From an optimization exercise on the open Yosys and OpenROAD flow, aimed at small area, a short achievable clock period and few clock cycles per item; shortcuts taken in it are not production practice. Function was checked by simulation only, so behaviour that the tests miss may differ from the original. Power is estimated from default activity; no workload was simulated.

$ cat design/flow/constraint.sdc
create_clock -name core_clock -period 10.0 [get_ports {clk}]
set_input_delay 2.0000 -clock core_clock [delete_from_list [all_inputs] [get_ports {clk}]]
set_output_delay 2.0000 -clock core_clock [all_outputs]
set_load 0.01 [all_outputs]
$ cat design/flow/run.sh
#!/bin/bash
# synth_recipe.tcl (not shown) runs the flow's synth.tcl, then flattens the netlist and writes it again
# the make line also repeats each setting of config.mk as NAME=value (left out here)
make -C /OpenROAD-flow-scripts/flow DESIGN_CONFIG=/design/flow/config.mk WORK_HOME=/design/flow/orfs CLKGATE_MAP_FILE= SYNTH_SCRIPT=/design/flow/synth_recipe.tcl finish
$ cat design/flow/design.v
module div_unit (
    input  wire        clk,
    input  wire        rst,
    input  wire        start,
    input  wire [1:0]  op,       
    input  wire [63:0] a,        
    input  wire [63:0] b,        
    output wire        ready,
    output reg         done,
    output wire [63:0] quot,
    output wire [63:0] rem
);
    localparam S_IDLE = 3'd0, S_SIZE = 3'd1, S_ALIGN = 3'd2, S_ITER = 3'd3,
               S_FIX = 3'd4;
    reg [2:0]   state;
    reg [5:0]   count;           
    reg [64:0]  r;               
    reg [63:0]  z;               
    reg [63:0]  zm;              
    reg [64:0]  y;               
    reg         cin;             
    reg         g;               
    reg         first;           
    reg         an, bn;          
    reg         b0;              
    reg         imm;             
    reg         ovf32;           
    reg         dneg;            
    reg         qneg;            
    reg [7:0]   k;               
    wire last = (count == 6'd0);
    assign ready = (state == S_IDLE) | (state == S_FIX) | ((state == S_SIZE) & imm);
    assign quot  = z;
    assign rem   = r[63:0];
    wire        t_sgn = ~op[0];
    wire        t_w32 = op[1];
    wire [63:0] a_x  = t_w32 ? {{32{t_sgn & a[31]}}, a[31:0]} : a;
    wire [63:0] b_x  = t_w32 ? {{32{t_sgn & b[31]}}, b[31:0]} : b;
    wire        an_t = t_sgn & a_x[63];
    wire        bn_t = t_sgn & b_x[63];
    wire [63:0] s_t  = an_t ? {~a_x[62:0], 1'b1} : a_x;
    wire [63:0] u_t  = bn_t ? ~b_x : b_x;
    wire [7:0]  ga, gb;
    genvar gi;
    generate for (gi = 0; gi < 8; gi = gi + 1) begin : grp
        assign ga[gi] = |s_t[8*gi+7:8*gi];
        assign gb[gi] = |u_t[8*gi+7:8*gi];
    end endgenerate
    wire [7:0]  gsa   = ga | {1'b0, ga[7:1]} | {2'b0, ga[7:2]} | {3'b0, ga[7:3]} |
                        {4'b0, ga[7:4]} | {5'b0, ga[7:5]} | {6'b0, ga[7:6]} |
                        {7'b0, ga[7]};
    wire        b0_t  = ~|b_x;
    wire        imm_t = b0_t | |(gb & ~gsa);
    wire        ovf_t = t_w32 & t_sgn & (a_x[31:0] == 32'h80000000) &
                        (b_x[31:0] == 32'hFFFFFFFF);
    function [6:0] msb7;
        input [63:0] v;
        reg [31:0] v5; reg [15:0] v4; reg [7:0] v3; reg [3:0] v2; reg [1:0] v1;
        begin
            msb7[6] = ~|v;
            msb7[5] = |v[63:32];
            v5 = msb7[5] ? v[63:32] : v[31:0];
            msb7[4] = |v5[31:16];
            v4 = msb7[4] ? v5[31:16] : v5[15:0];
            msb7[3] = |v4[15:8];
            v3 = msb7[3] ? v4[15:8] : v4[7:0];
            msb7[2] = |v3[7:4];
            v2 = msb7[2] ? v3[7:4] : v3[3:0];
            msb7[1] = |v2[3:2];
            v1 = msb7[1] ? v2[3:2] : v2[1:0];
            msb7[0] = v1[1];
            if (msb7[6]) msb7[5:0] = 6'h3f;
        end
    endfunction
    wire [64:0] a_h  = an ? {2'b11, ~zm[63:1]} : {1'b0, zm};
    wire [6:0]  ma   = msb7(zm);
    wire [6:0]  mb   = msb7(y[63:0]);
    wire        ahi  = an & |(zm[63:1] & ~zm[62:0]);
    wire [5:0]  ks   = k[5:0] | {6{k[6]}};
    wire [64:0] ush  = {1'b0, y[63:0]} << ks;
    wire [64:0] msk  = ~({65{1'b1}} << ks);
    wire [64:0] bsh  = ush | (msk & {65{bn}});
    wire        sub  = (an == bn);            
    wire [64:0] yo   = g ? y : ~y;
    wire        co   = g ? cin : ~cin;
    wire [65:0] tc   = {r, 1'b1} + {yo, co};     
    wire [64:0] t    = tc[65:1];
    wire        t0   = ((r ^ yo) == {r[63:0] | yo[63:0], co});
    wire        tg   = dneg ? (t[64] | t0) : ~t[64];
    always @(posedge clk) begin
        if (rst) begin
            state <= S_IDLE;
            done  <= 1'b0;
        end else begin
            done <= 1'b0;
            case (state)
                S_SIZE: begin
                    if (imm) begin
                        done  <= 1'b1;
                        state <= start ? S_SIZE : S_IDLE;
                    end else begin
                        state <= S_ALIGN;
                    end
                end
                S_ALIGN: begin
                    if (k[7]) begin
                        done  <= 1'b1;
                        state <= S_IDLE;
                    end else begin
                        state <= S_ITER;
                    end
                end
                S_ITER: if (last) state <= S_FIX;
                S_FIX: begin
                    done  <= 1'b1;
                    state <= start ? S_SIZE : S_IDLE;
                end
                default: if (start) state <= S_SIZE;
            endcase
        end
    end
    always @(posedge clk) begin
        if (ready) begin
            zm    <= s_t;
            y     <= {1'b0, u_t};
            an    <= an_t;
            bn    <= bn_t;
            b0    <= b0_t;
            imm   <= imm_t;
            ovf32 <= ovf_t;
        end
        case (state)
            S_SIZE: begin
                r  <= a_h;
                z  <= {64{b0}};
                k  <= {ma[6], ma} + ~{mb[6], mb} + {7'd0, ~ahi};
            end
            S_ALIGN: begin
                zm    <= 64'hFFFFFFFFFFFFFFFF;
                y     <= (sub ^ bn) ? ~bsh : bsh;
                cin   <= sub;
                g     <= 1'b1;
                first <= 1'b1;
                dneg  <= an;
                qneg  <= (an ^ bn) | ovf32;
                count <= ks;
            end
            S_ITER: begin
                r     <= t;
                g     <= tg;
                first <= 1'b0;
                if (!first) begin
                    z  <= (g & qneg) ? {zm[62:0], 1'b1} : {z[62:0], g};
                    zm <= {zm[62:0], ~g};
                end
                if (!last) begin
                    y     <= {y[64], y[64:1]};
                    count <= count - 6'd1;
                end
            end
            S_FIX: begin
                if (!g) r <= t;
                z <= (g & qneg) ? {zm[62:0], 1'b1} : {z[62:0], g};
            end
            default: ;
        endcase
    end
endmodule
$ cat design/flow/config.mk
export PLATFORM = sky130hd
export DESIGN_NAME = div_unit
export DESIGN_NICKNAME = div_unit
export VERILOG_FILES = /design/flow/design.v
export SDC_FILE = /design/flow/constraint.sdc
export NUM_CORES = 4
export LEC_CHECK = 0
export CAP_MARGIN = 20
export CORE_MARGIN = 2
export CORE_UTILIZATION = 40
export SETUP_SLACK_MARGIN = 5
export SLEW_MARGIN = 20
==> results of run 1 <==
-- report_power, final --
part | total (mW) | switching (mW) | internal, mW | leakage, nW
combinational | 9.20 | 5.87 | 3.33 | 9.68
sequential | 3.05 | 1.20 | 1.86 | 2.56
clock | 1.38 | 0.624 | 0.755 | 0.591
total | 13.6 | 7.69 | 5.94 | 12.8
-- per-layer routing --
layer  share of wire  routed length, µm  global-route usage  up-vias
met2            0.42              55750              0.5060     1864
met4           0.053               7071              0.1493        4
met5         0.00052                 69            0.005013        -
met3            0.12              16130             0.09261      375
met1            0.40              53540              0.4569    14469
li1                -                  -                   -    13812
-- state kept, by name, indices dropped and copies added (netlist names), 3 cells and up --
signal,count
state,3
count,6
r,65
z,64
k,8
zm,64
y,65
-- stage by stage --
step	area [µm²]	power, mW	instances
after global routing	33070	14.22	4850
after floorplan	29320	8.525	3963
final	33070	13.63	4851
after detailed placement	31710	11.75	4779
after CTS	32960	13.17	4850
after global placement	31710	11.76	4779
-- timing repair --
item                                    4_1_cts  5_1_grt
gates resized for setup                       5       20
pin swaps                                     1        0
endpoints found under the setup margin        5       10
endpoints found under the hold margin         0        0
cloned                                        1        0
-- worst reg2reg max path, cell delays in order, from the launching register on --
cell      delay [ns]
dfxtp_1         0.51
nor4_4          0.49
and4_1          0.39
nand3_1         0.27
mux2i_1         0.23
a21oi_1         0.08
a211o_1         0.38
a21o_1          0.19
nand3_1         0.16
o21bai_1        0.14
nand2_1         0.07
a221oi_2        0.34
fa_1            0.24
inv_1           0.06
fa_1            0.45
inv_1           0.07
a21oi_1         0.06
o21bai_1        0.21
a21o_1          0.15
a21oi_1         0.07
xnor2_1         0.12
-- cells by family (layout without fill, tap and decap cells) --
| kind of cell | count (synthesis) | after routing | share of synthesized area |
|---|---|---|---|
| other | 0 | 1 | 0 |
| xor gates and xnor gates | 299 | 299 | 0.08934 |
| adders and majority gates | 138 | 138 | 0.05967 |
| and+or+nand+nor | 1168 | 1168 | 0.1760 |
| buffers and inverters | 661 | 588 | 0.09549 |
| AOI/OAI and AO/OA | 1159 | 1160 | 0.2440 |
| muxes | 252 | 252 | 0.08759 |
| DFF | 286 | 286 | 0.2479 |
-- cell type report --
type                            instances  area [µm²]
Timing Repair Buffer                  335        3201
Fill cell                            7370       39640
Antenna cell                            1       2.502
Tap cell                              959        1200
Multi-Input combinational cell       3017       19480
Sequential cell                       286        7267
Clock buffer                           44       994.7
Clock inverter                         26       230.2
Inverter                              183       691.9
-- worst min-delay path by stage --
stage                     startpoint   end  depth (start not counted)
after floorplan                   an  dneg                          0
after global placement         ovf32  qneg                          1
after detailed placement       ovf32  qneg                          1
after CTS                      ovf32  qneg                          1
after global routing           ovf32  qneg                          1
final                          ovf32  qneg                          1
-- cell usage after synthesis (8+ instances only) --
master | n | share of area
nor2b_1 | 15 | 0.0032
a21oi_1 | 300 | 0.051
o21bai_1 | 19 | 0.0049
and3_1 | 8 | 0.0017
nand2b_1 | 23 | 0.0049
xnor2_1 | 225 | 0.067
or3_1 | 8 | 0.0017
clkbuf_1 | 328 | 0.042
o21ai_1 | 9 | 0.0015
nor2_1 | 309 | 0.040
or2_2 | 10 | 0.0021
a211oi_1 | 99 | 0.025
o221ai_1 | 28 | 0.0084
a21o_1 | 48 | 0.012
a31oi_1 | 93 | 0.020
buf_1 | 36 | 0.0046
o211ai_1 | 108 | 0.028
nor4_1 | 69 | 0.015
xor2_1 | 74 | 0.022
o21a_1 | 9 | 0.0023
ha_1 | 135 | 0.058
inv_1 | 179 | 0.023
mux2i_1 | 243 | 0.083
nand2_1 | 522 | 0.067
nand3_1 | 37 | 0.0063
o21ai_0 | 318 | 0.054
nor3_1 | 67 | 0.011
buf_2 | 42 | 0.0072
nand4_1 | 55 | 0.012
or4_1 | 10 | 0.0026
edfxtp_1 | 154 | 0.16
dfxtp_1 | 132 | 0.090
a2111oi_0 | 9 | 0.0027
a221oi_1 | 22 | 0.0066
and2_1 | 16 | 0.0034
o22ai_1 | 28 | 0.0060
buf_4 | 65 | 0.017
==> flow_summary.json, run 1 <==
{
  "area_growth_pct": 12.83,
  "grt_pass1_vias": 27867,
  "viasPerCell": 6.292,
  "worst_pin_slew_ns": 1.054,
  "hp-class": "flip-flop to flip-flop",
  "crit_path_max_fanout": 7,
  "ir_drop_uv": 181.3,
  "core-area_um2": 72710,
  "crit_arrival_ns": 5.25,
  "grt_pass1_wl_um": 190900,
  "post-cts-setup-buffer-count": 0,
  "cts.sinks": 286,
  "cp_common_cell": "a21oi_1",
  "status": "complete, no violations",
  "place_congestion": 1.061,
  "fin_tns_setup_ns": 0,
  "boundaryPins": 263,
  "drv_cap": 0,
  "cp-endpoint": "k[6]",
  "startpoint": "y[56]",
  "p_per_area_nw_per_um2": 412.1,
  "synth_nets": 4234,
  "die_area_um2": 75460,
  "leakagePower_nw": 12.84,
  "cts_buffers": 38,
  "crit_type": "flip-flop to flip-flop",
  "grt_usage": 0.3394,
  "reg2reg_depth": 20,
  "rsz0062_at_grt": "true",
  "fin_crit_sh": 0.4915,
  "finalHoldViolCount": 0,
  "drive_gt1_frac": 0.05191,
  "ys_ff_latch": 286,
  "crit_chain": "nor4_4 -> and4_1 -> nand3_1 -> mux2i_1 -> a21oi_1 -> a211o_1 -> a21o_1 -> nand3_1 -> o21bai_1 -> nand2_1 -> a221oi_2 -> fa_1 -> inv_1 -> fa_1 -> inv_1 -> a21oi_1 -> o21bai_1 -> a21o_1 -> a21oi_1 -> xnor2_1",
  "overflow": 0,
  "finish.utilization": 0.4548,
  "clk_pin_slew_ns": 0.06,
  "fin_ws_ns": 5.085,
  "slowest_stage": "dfxtp_1",
  "slew_violations": 0,
  "cp_slowest_stage_delay_ns": 0.51,
  "antenna_found_initial": 3,
  "ant_nets": 0,
  "nets": 4132,
  "synthArstFlopShare": 0,
  "synthFlopType": "edfxtp_1",
  "cp.required_ns": 10.34,
  "num_rows": 99,
  "path_buf_inv": 2,
  "setup_viol": 0,
  "grt_max_degree": 191,
  "dp_hpwl_um": 98010,
  "yosys_warnings": 1,
  "dieHeight_um": 274.7,
  "first_pass_iters": 7,
  "crit_family": "compound AO/OA/AOI/OAI gates",
  "drt_iter0_markers": 4196,
  "hold-worst-slack_ns": 0.5229,
  "path_depth": 20,
  "synth_edf_count": 154,
  "r2r_end": "k[6]",
  "slew_headroom": 0.2973,
  "die_w_um": 274.7,
  "cts_root_buffer": "clkbuf_16",
  "max_freq_mhz": 203.5,
  "r2r_start": "y[56]",
  "initial_core_util": 0.4031,
  "synthDistinctLibCells": 80,
  "route.final.wire_length_um": 132600,
  "htree_levels": 2,
  "layout_commonest_cell": "nand2_1",
  "drcViolationCount": 0,
  "routedWlPerCell_um": 27.33,
  "layout_common_cells": "nand2_1, o21ai_0, a21oi_1, nor2_1, clkdlybuf4s50_1",
  "r2r_slack_ns": 5.09,
  "cts_tree": "done",
  "postCtsHoldBufs": 0,
  "vias": 30524,
  "avgSynthCellArea_um2": 7.396,
  "pre_cts_slack_ns": 4.532,
  "synthCells": 3963,
  "ctsLongestPathBuffers": 3,
  "period_minus_slack_ns": 4.915,
  "synth_seq_area_share": 0.2479,
  "end_kind": "flip-flop",
  "fin_skew_ns": 0.02840,
  "clk_latency_ns": 0.61,
  "crit_path_start_kind": "flip-flop",
  "syn-cell-area_um2": 29310,
  "portBuffers": 262
}
Testbench counts, summed over its fixed seeds: cycles 231,199, ops 24,000.
==> run 2: changes to the inputs <==
==> design/flow/flow/run.sh (new file) <==
#!/bin/bash
bash standard.sh SETUP_SLACK_MARGIN=5.75 finish > standard.log 2>&1
==> design/flow/standard.sh (new file) <==
#!/bin/bash
# synth_recipe.tcl (not shown) runs the flow's synth.tcl, then flattens the netlist and writes it again
# the make line also repeats each setting of config.mk as NAME=value (left out here)
make -C /OpenROAD-flow-scripts/flow DESIGN_CONFIG=/design/flow/config.mk WORK_HOME=/design/flow/orfs CLKGATE_MAP_FILE= SYNTH_SCRIPT=/design/flow/synth_recipe.tcl "${@:-finish}"
removed: design/flow/run.sh
==> run 2 against run 1 <==
Effect of this change: first-iteration DRC count rose by 7.8%; routed wire length up 2.7%; synthesized cell count unchanged.
==> flow_summary.json, run 2 <==
{
  "area_growth_pct": 16.76,
  "total_power_mw": 14.05,
  "slowest_stage": "nor4_4",
  "synth_top_family_by_area": "compound AO/OA/AOI/OAI gates",
  "crit_path_start_kind": "flip-flop",
  "ir_drop_uv": 190.2,
  "pre_cts_slack_ns": 4.228,
  "placed_cell_area_um2": 31720,
  "grt_pass1_vias": 28020,
  "viasPerCell": 6.306,
  "status": "complete, no violations",
  "p_per_area_nw_per_um2": 410.5,
  "period_minus_slack_ns": 4.493,
  "synth_fa_ha_area_frac": 0.05967,
  "finish.utilization": 0.4707,
  "top_regs": "r: 65 flops, y: 65 flops",
  "fillers": 7225,
  "fin_tns_setup_ns": 0,
  "drive_gt1_frac": 0.09056,
  "synth_edf_count": 154,
  "layout_commonest_cell": "nand2_1",
  "synth_seq_area_share": 0.2479,
  "fin_ws_ns": 5.507,
  "overflow": 0,
  "synth-compound-area-share": 0.2440,
  "ys_ff_latch": 286,
  "fin_crit_sh": 0.4493,
  "die_area_um2": 75460,
  "worst_pin_slew_ns": 1.175,
  "cts_root_buffer": "clkbuf_16",
  "postCtsHoldBufs": 0,
  "dp_hpwl_um": 97870,
  "synth_area_leaders": "edfxtp_1, dfxtp_1, mux2i_1",
  "cp.required_ns": 10.31,
  "final_cell_area_um2": 34220,
  "clk_pin_slew_ns": 0.06,
  "muxShareOfSynthArea": 0.08759,
  "synth.most_common_cell": "nand2_1",
  "end_kind": "flip-flop",
  "nets": 4183,
  "path_buf_inv": 4,
  "n_antenna_cell": 0,
  "hp-class": "flip-flop to flip-flop",
  "synthFlopType": "edfxtp_1",
  "syn-cell-area_um2": 29310,
  "num_rows": 99,
  "leakagePower_nw": 13.24,
  "dieHeight_um": 274.7,
  "crit_family": "compound AO/OA/AOI/OAI gates",
  "synthArstFlopShare": 0,
  "synth.top_cell.area_share": 0.1578,
  "die_w_um": 274.7,
  "finalHoldViolCount": 0,
  "grt_pass1_wl_um": 193600,
  "synthDistinctLibCells": 80,
  "grt_usage": 0.3455,
  "slew_headroom": 0.2147,
  "crit_chain": "buf_6 -> nor4_4 -> and4_4 -> o211ai_1 -> nand2_2 -> buf_4 -> nor2_1 -> a2111oi_4 -> a21o_1 -> nand3_2 -> o21bai_1 -> nand2_1 -> a221oi_4 -> fa_2 -> inv_2 -> fa_2 -> inv_2 -> a21oi_2 -> o21bai_1 -> a21o_1 -> a21oi_2 -> xnor2_1",
  "crit_arrival_ns": 4.80,
  "slew_violations": 0,
  "synth_top_cells_by_count": "nand2_1, clkbuf_1, o21ai_0",
  "cp_slowest_stage_delay_ns": 0.44,
  "drv_cap": 0,
  "clk_latency_ns": 0.60,
  "fin_skew_ns": 0.04932,
  "crit_path_max_fanout": 8,
  "setup_viol": 0,
  "instances_no_fill": 4901,
  "ant_nets": 0,
  "ctsLongestPathBuffers": 3,
  "drcViolationCount": 0,
  "route.final.wire_length_um": 136200,
  "first_pass_iters": 6,
  "core-area_um2": 72710,
  "routedWlPerCell_um": 27.78,
  "yosys_warnings": 1,
  "place_congestion": 1.059,
  "grt_max_degree": 192,
  "max_freq_mhz": 222.6,
  "synthCells": 3963,
  "synth_nets": 4234,
  "synth-xor-area-share": 0.08934,
  "htree_levels": 2,
  "cts_buffers": 39,
  "boundaryPins": 263,
  "synth_top_cell_by_area": "edfxtp_1",
  "portBuffers": 262,
  "avgSynthCellArea_um2": 7.396,
  "placed_cells": 4778,
  "rsz0062_at_grt": "true",
  "hold-worst-slack_ns": 0.5151,
  "crit_type": "flip-flop to flip-flop",
  "synthSimpleGateAreaFrac": 0.1760,
  "drt_iter0_markers": 4524,
  "layout_common_cells": "nand2_1, o21ai_0, nor2_1, a21oi_1, clkdlybuf4s50_1",
  "cts.sinks": 286,
  "initial_core_util": 0.4031,
  "cts_tree": "done",
  "vias": 30906,
  "antenna_found_initial": 2
}
-- run 2: what timing repair did --
| action | 4_1_cts | 5_1_grt |
|---|---|---|
| pin swaps | 33 | 25 |
| setup endpoints to repair | 123 | 93 |
| buffers inserted | 31 | 13 |
| gates cloned | 4 | 4 |
| resized for setup | 88 | 108 |
-- run 2: worst paths after layout --
| check | from | endpoint | slack, ns | cells past startpoint |
|---|---|---|---|---|
| setup / recovery | y[38] | k[6] | 5.51 | 22 |
| setup reg to reg | y[38] | k[6] | 5.51 | 22 |
| hold reg to reg | ovf32 | qneg | 0.52 | 1 |
| hold / removal | ovf32 | qneg | 0.52 | 1 |
-- run 2: cells by family (layout without fill, tap and decap cells) --
kind of cell | Yosys count | after routing
AND/OR/NAND/NOR | 1168 | 1170
buffers and inverters | 661 | 636
multiplexers | 252 | 252
XOR/XNOR | 299 | 299
AO/OA/AOI/OAI | 1159 | 1161
adder cells (fa/ha/maj) | 138 | 138
flip-flops | 286 | 286
-- run 2: layout make-up --
class	count	area, µm²	share of cell area
flip-flops and latches	286	7303	0.2134
inverters	183	699.4	0.02044
clock buffers	57	1095	0.03199
repair buffers	382	3692	0.1079
multi-input cells	3020	20110	0.5875
clock inverters	14	127.6	0.003729
well taps	959	1200	0.03506
-- run 2: power by group --
part / switching, mW / internal (mW)
clock: 0.608 / 0.771
combinational: 6.10 / 3.55
sequential: 1.15 / 1.87
total: 7.86 / 6.19
-- run 2: per-layer routing --
layer  track usage  wire length [µm]
met3       0.07437             15220
met2        0.5072             57790
met1        0.4703             54650
met4        0.1895              8489
met5             0                 0
==> run 3: changes to the inputs <==
==> design/flow/flow/run.sh (replaced) <==
#!/bin/bash
bash standard.sh SETUP_SLACK_MARGIN=5.5 finish > standard.log 2>&1
==> run 3 against run 2 <==
Effect of this change: core utilization down 0.83 points; via count shrank 0.31%; non-clock buffer count shrank 23; highest routed layer is now met5; synthesized area unchanged; design area is 1.8% lower; setup slack got worse by 0.032 ns; final cell count is 0.45% lower; critical endpoint unchanged; clock power hardly changed; first-iteration DRC count is 6.6% lower; die area unchanged.
==> flow_summary.json, run 3 <==
{
  "r2r_end": "k[6]",
  "syn-cell-area_um2": 29310,
  "synthCells": 3963,
  "crit_type": "flip-flop to flip-flop",
  "status": "complete, no violations",
  "grt_usage": 0.3413,
  "drive_gt1_frac": 0.07400,
  "drv_cap": 0,
  "worst_pin_slew_ns": 1.048,
  "crit_path_max_fanout": 9,
  "synth_top_cells_by_count": "nand2_1, clkbuf_1, o21ai_0",
  "htree_levels": 2,
  "clk_pin_slew_ns": 0.06,
  "leakagePower_nw": 13.07,
  "vias": 30809,
  "crit_path_start_kind": "flip-flop",
  "grt_pass1_vias": 28034,
  "max_freq_mhz": 221.0,
  "nets": 4160,
  "reg2reg_depth": 20,
  "fin_skew_ns": 0.02926,
  "hold_path_end": "qneg",
  "fin_tns_setup_ns": 0,
  "synthDistinctLibCells": 80,
  "synth_edf_count": 154,
  "core-area_um2": 72710,
  "layout_commonest_cell": "nand2_1",
  "crit_chain": "nor4_1 -> nand3_1 -> or3_4 -> nor2_1 -> o31ai_1 -> and4_1 -> o211a_1 -> o21ai_2 -> o211ai_1 -> nand2_1 -> o211ai_1 -> fa_2 -> inv_2 -> fa_2 -> inv_1 -> a21oi_1 -> o21bai_1 -> a21o_1 -> a21oi_2 -> xnor2_1",
  "grt_max_degree": 191,
  "avgSynthCellArea_um2": 7.396,
  "synthFlopType": "edfxtp_1",
  "p_per_area_nw_per_um2": 410.2,
  "hold-worst-slack_ns": 0.5236,
  "cts.sinks": 286,
  "hp-class": "flip-flop to flip-flop",
  "drcViolationCount": 0,
  "ant_nets": 0,
  "end_kind": "flip-flop",
  "slew_headroom": 0.3014,
  "setup_viol": 0,
  "synth_area_leaders": "edfxtp_1, dfxtp_1, mux2i_1",
  "slowest_stage": "or3_4",
  "slew_violations": 0,
  "cp.required_ns": 10.34,
  "finalHoldViolCount": 0,
  "dieHeight_um": 274.7,
  "place_congestion": 1.061,
  "r2r_start": "zm[41]",
  "drt_iter0_markers": 4225,
  "cp_slowest_stage_delay_ns": 0.54,
  "period_minus_slack_ns": 4.525,
  "synthArstFlopShare": 0,
  "initial_core_util": 0.4031,
  "synth_nets": 4234,
  "num_rows": 99,
  "routedWlPerCell_um": 27.37,
  "boundaryPins": 263,
  "min_delay_path_depth": 1,
  "fin_crit_sh": 0.4525,
  "synth.most_common_cell": "nand2_1",
  "hold_start": "ovf32",
  "ctsLongestPathBuffers": 3,
  "area_growth_pct": 14.71,
  "r2r_slack_ns": 5.48,
  "first_pass_iters": 8,
  "top_regs": "r: 65 flops, y: 65 flops",
  "antenna_found_initial": 6,
  "cts_buffers": 38,
  "dp_hpwl_um": 98010,
  "portBuffers": 262,
  "synth_seq_area_share": 0.2479,
  "crit_arrival_ns": 4.86,
  "grt_pass1_wl_um": 192000,
  "route.final.wire_length_um": 133500,
  "rsz0062_at_grt": "true",
  "die_w_um": 274.7,
  "yosys_warnings": 1,
  "die_area_um2": 75460,
  "ys_ff_latch": 286,
  "postCtsHoldBufs": 0,
  "overflow": 0,
  "synth_top_cell_by_area": "edfxtp_1",
  "clk_latency_ns": 0.61,
  "layout_common_cells": "nand2_1, o21ai_0, nor2_1, a21oi_1, clkdlybuf4s50_1",
  "cts_tree": "done",
  "viasPerCell": 6.315,
  "synth.top_cell.area_share": 0.1578,
  "ir_drop_uv": 182.0,
  "cts_root_buffer": "clkbuf_16"
}
## run 3: cell counts after synthesis
Identical to the previous run, type by type.
## run 3: layout make-up
type | count | area [µm²]
clock inverters | 26 | 230.2
multi-input cells | 3021 | 19740
repair buffers | 359 | 3447
diodes | 1 | 2.502
inverters | 183 | 699.4
well taps | 959 | 1200
fillers | 7311 | 39090
clock buffers | 44 | 994.7
flip-flops and latches | 286 | 7308
## run 3: worst max path at each step
| stage | startpoint | to | slack [ns] | depth (start not counted) |
|---|---|---|---|---|
| CTS | zm[32] | k[6] | 5.44 | 19 |
| floorplan | g | r[0] | 5.51 | 4 |
| global route | zm[36] | k[6] | 5.34 | 19 |
| finish | zm[41] | k[6] | 5.48 | 20 |
| global placement | op[1] | imm | 4.55 | 12 |
| detailed placement | op[1] | imm | 4.53 | 12 |
## run 3: cells by family (layout without fill, tap and decap cells)
group	Yosys count	in the layout	share of synthesized area
xor gates and xnor gates	299	299	0.08934
other	0	1	0
buffers and inverters	661	612	0.09549
muxes	252	252	0.08759
DFF	286	286	0.2479
and+or+nand+nor	1168	1170	0.1760
AOI/OAI and AO/OA	1159	1162	0.2440
adders and majority gates	138	138	0.05967
## run 3: timing repair
| action | in CTS | in global routing |
|---|---|---|
| gates cloned | 4 | 2 |
| gates resized for setup | 57 | 56 |
| buffers inserted | 7 | 15 |
| setup endpoints to repair | 37 | 21 |
| pin swaps | 11 | 17 |
## run 3: worst max-delay path: cells and delay by family, from the launching register on
kind | cells | cell delay, ns
flops | 1 | 0.53
simple gates | 6 | 1.74
buf+inv | 2 | 0.10
fa+ha+maj | 2 | 0.57
compound gates | 9 | 1.25
xor+xnor | 1 | 0.07
## run 3: report_power, final
| group | total [mW] | switching (mW) | internal, mW |
|---|---|---|---|
| Combinational | 9.34 | 5.93 | 3.41 |
| Sequential | 3.07 | 1.20 | 1.87 |
| Clock | 1.38 | 0.622 | 0.755 |
## run 3: per-layer routing
metal  vias to the layer above  routed length (µm)  GRT usage
met1                     14657               53350     0.4577
met5                         -                  53          0
li1                      13884                   -          -
met3                       368               16560    0.09540
met4                         8                6767     0.1499
met2                      1892               56790     0.5099
## run 3: per-stage QoR
step / std cells / utilization / worst slack (ns) / cell area [µm²] / total power, mW
6_report: 4879 / 0.4624 / 5.475 / 33620 / 13.79
5_1_grt: 4878 / 0.4624 / 5.341 / 33620 / 14.39
4_1_cts: 4860 / 0.4574 / 5.441 / 33260 / 13.25
3_5_place_dp: 4779 / 0.4361 / 4.532 / 31710 / 11.75
3_3_place_gp: 4779 / 0.4361 / 4.548 / 31710 / 11.76
2_1_floorplan: 3963 / - / 5.509 / 29320 / 8.525

-- static timing again, ports no longer ideal --
Ports are ideal in the flow. The routed layouts listed here were re-timed in OpenROAD. Step 1 (the two cells are an assumption about what drives the block):
set clk [get_ports {clk}]
set_driving_cell -lib_cell sky130_fd_sc_hd__clkbuf_16 $clk
set_driving_cell -lib_cell sky130_fd_sc_hd__buf_2 [delete_from_list [all_inputs] $clk]
Step 2 moves the port delays by t, midway between the first and last clock arrival at a register: inputs arrive t later, outputs are due t later. That takes back most of the time a late clock gives input paths. Three values: no drivers, after step 1, after step 2; two values: the first two.
run	t, ns	setup slack, ns	hold WS [ns]	worst setup path after step 2	pins driven straight from the clock port
run 1	0.662	5.085 / 5.085 / 4.647	0.523 / 0.523 / 0.523	input to register	1
run 2	0.644	5.507 / 5.507 / 5.118	0.515 / 0.515 / 0.515	input to register	1
run 3	0.658	5.475 / 5.475 / 5.098	0.524 / 0.524 / 0.524	input to register	1
After both steps every run listed still meets setup and hold. The setup slack of run 1, which loses most, moves by 0.000 ns with the drivers and by -0.438 ns with both steps.
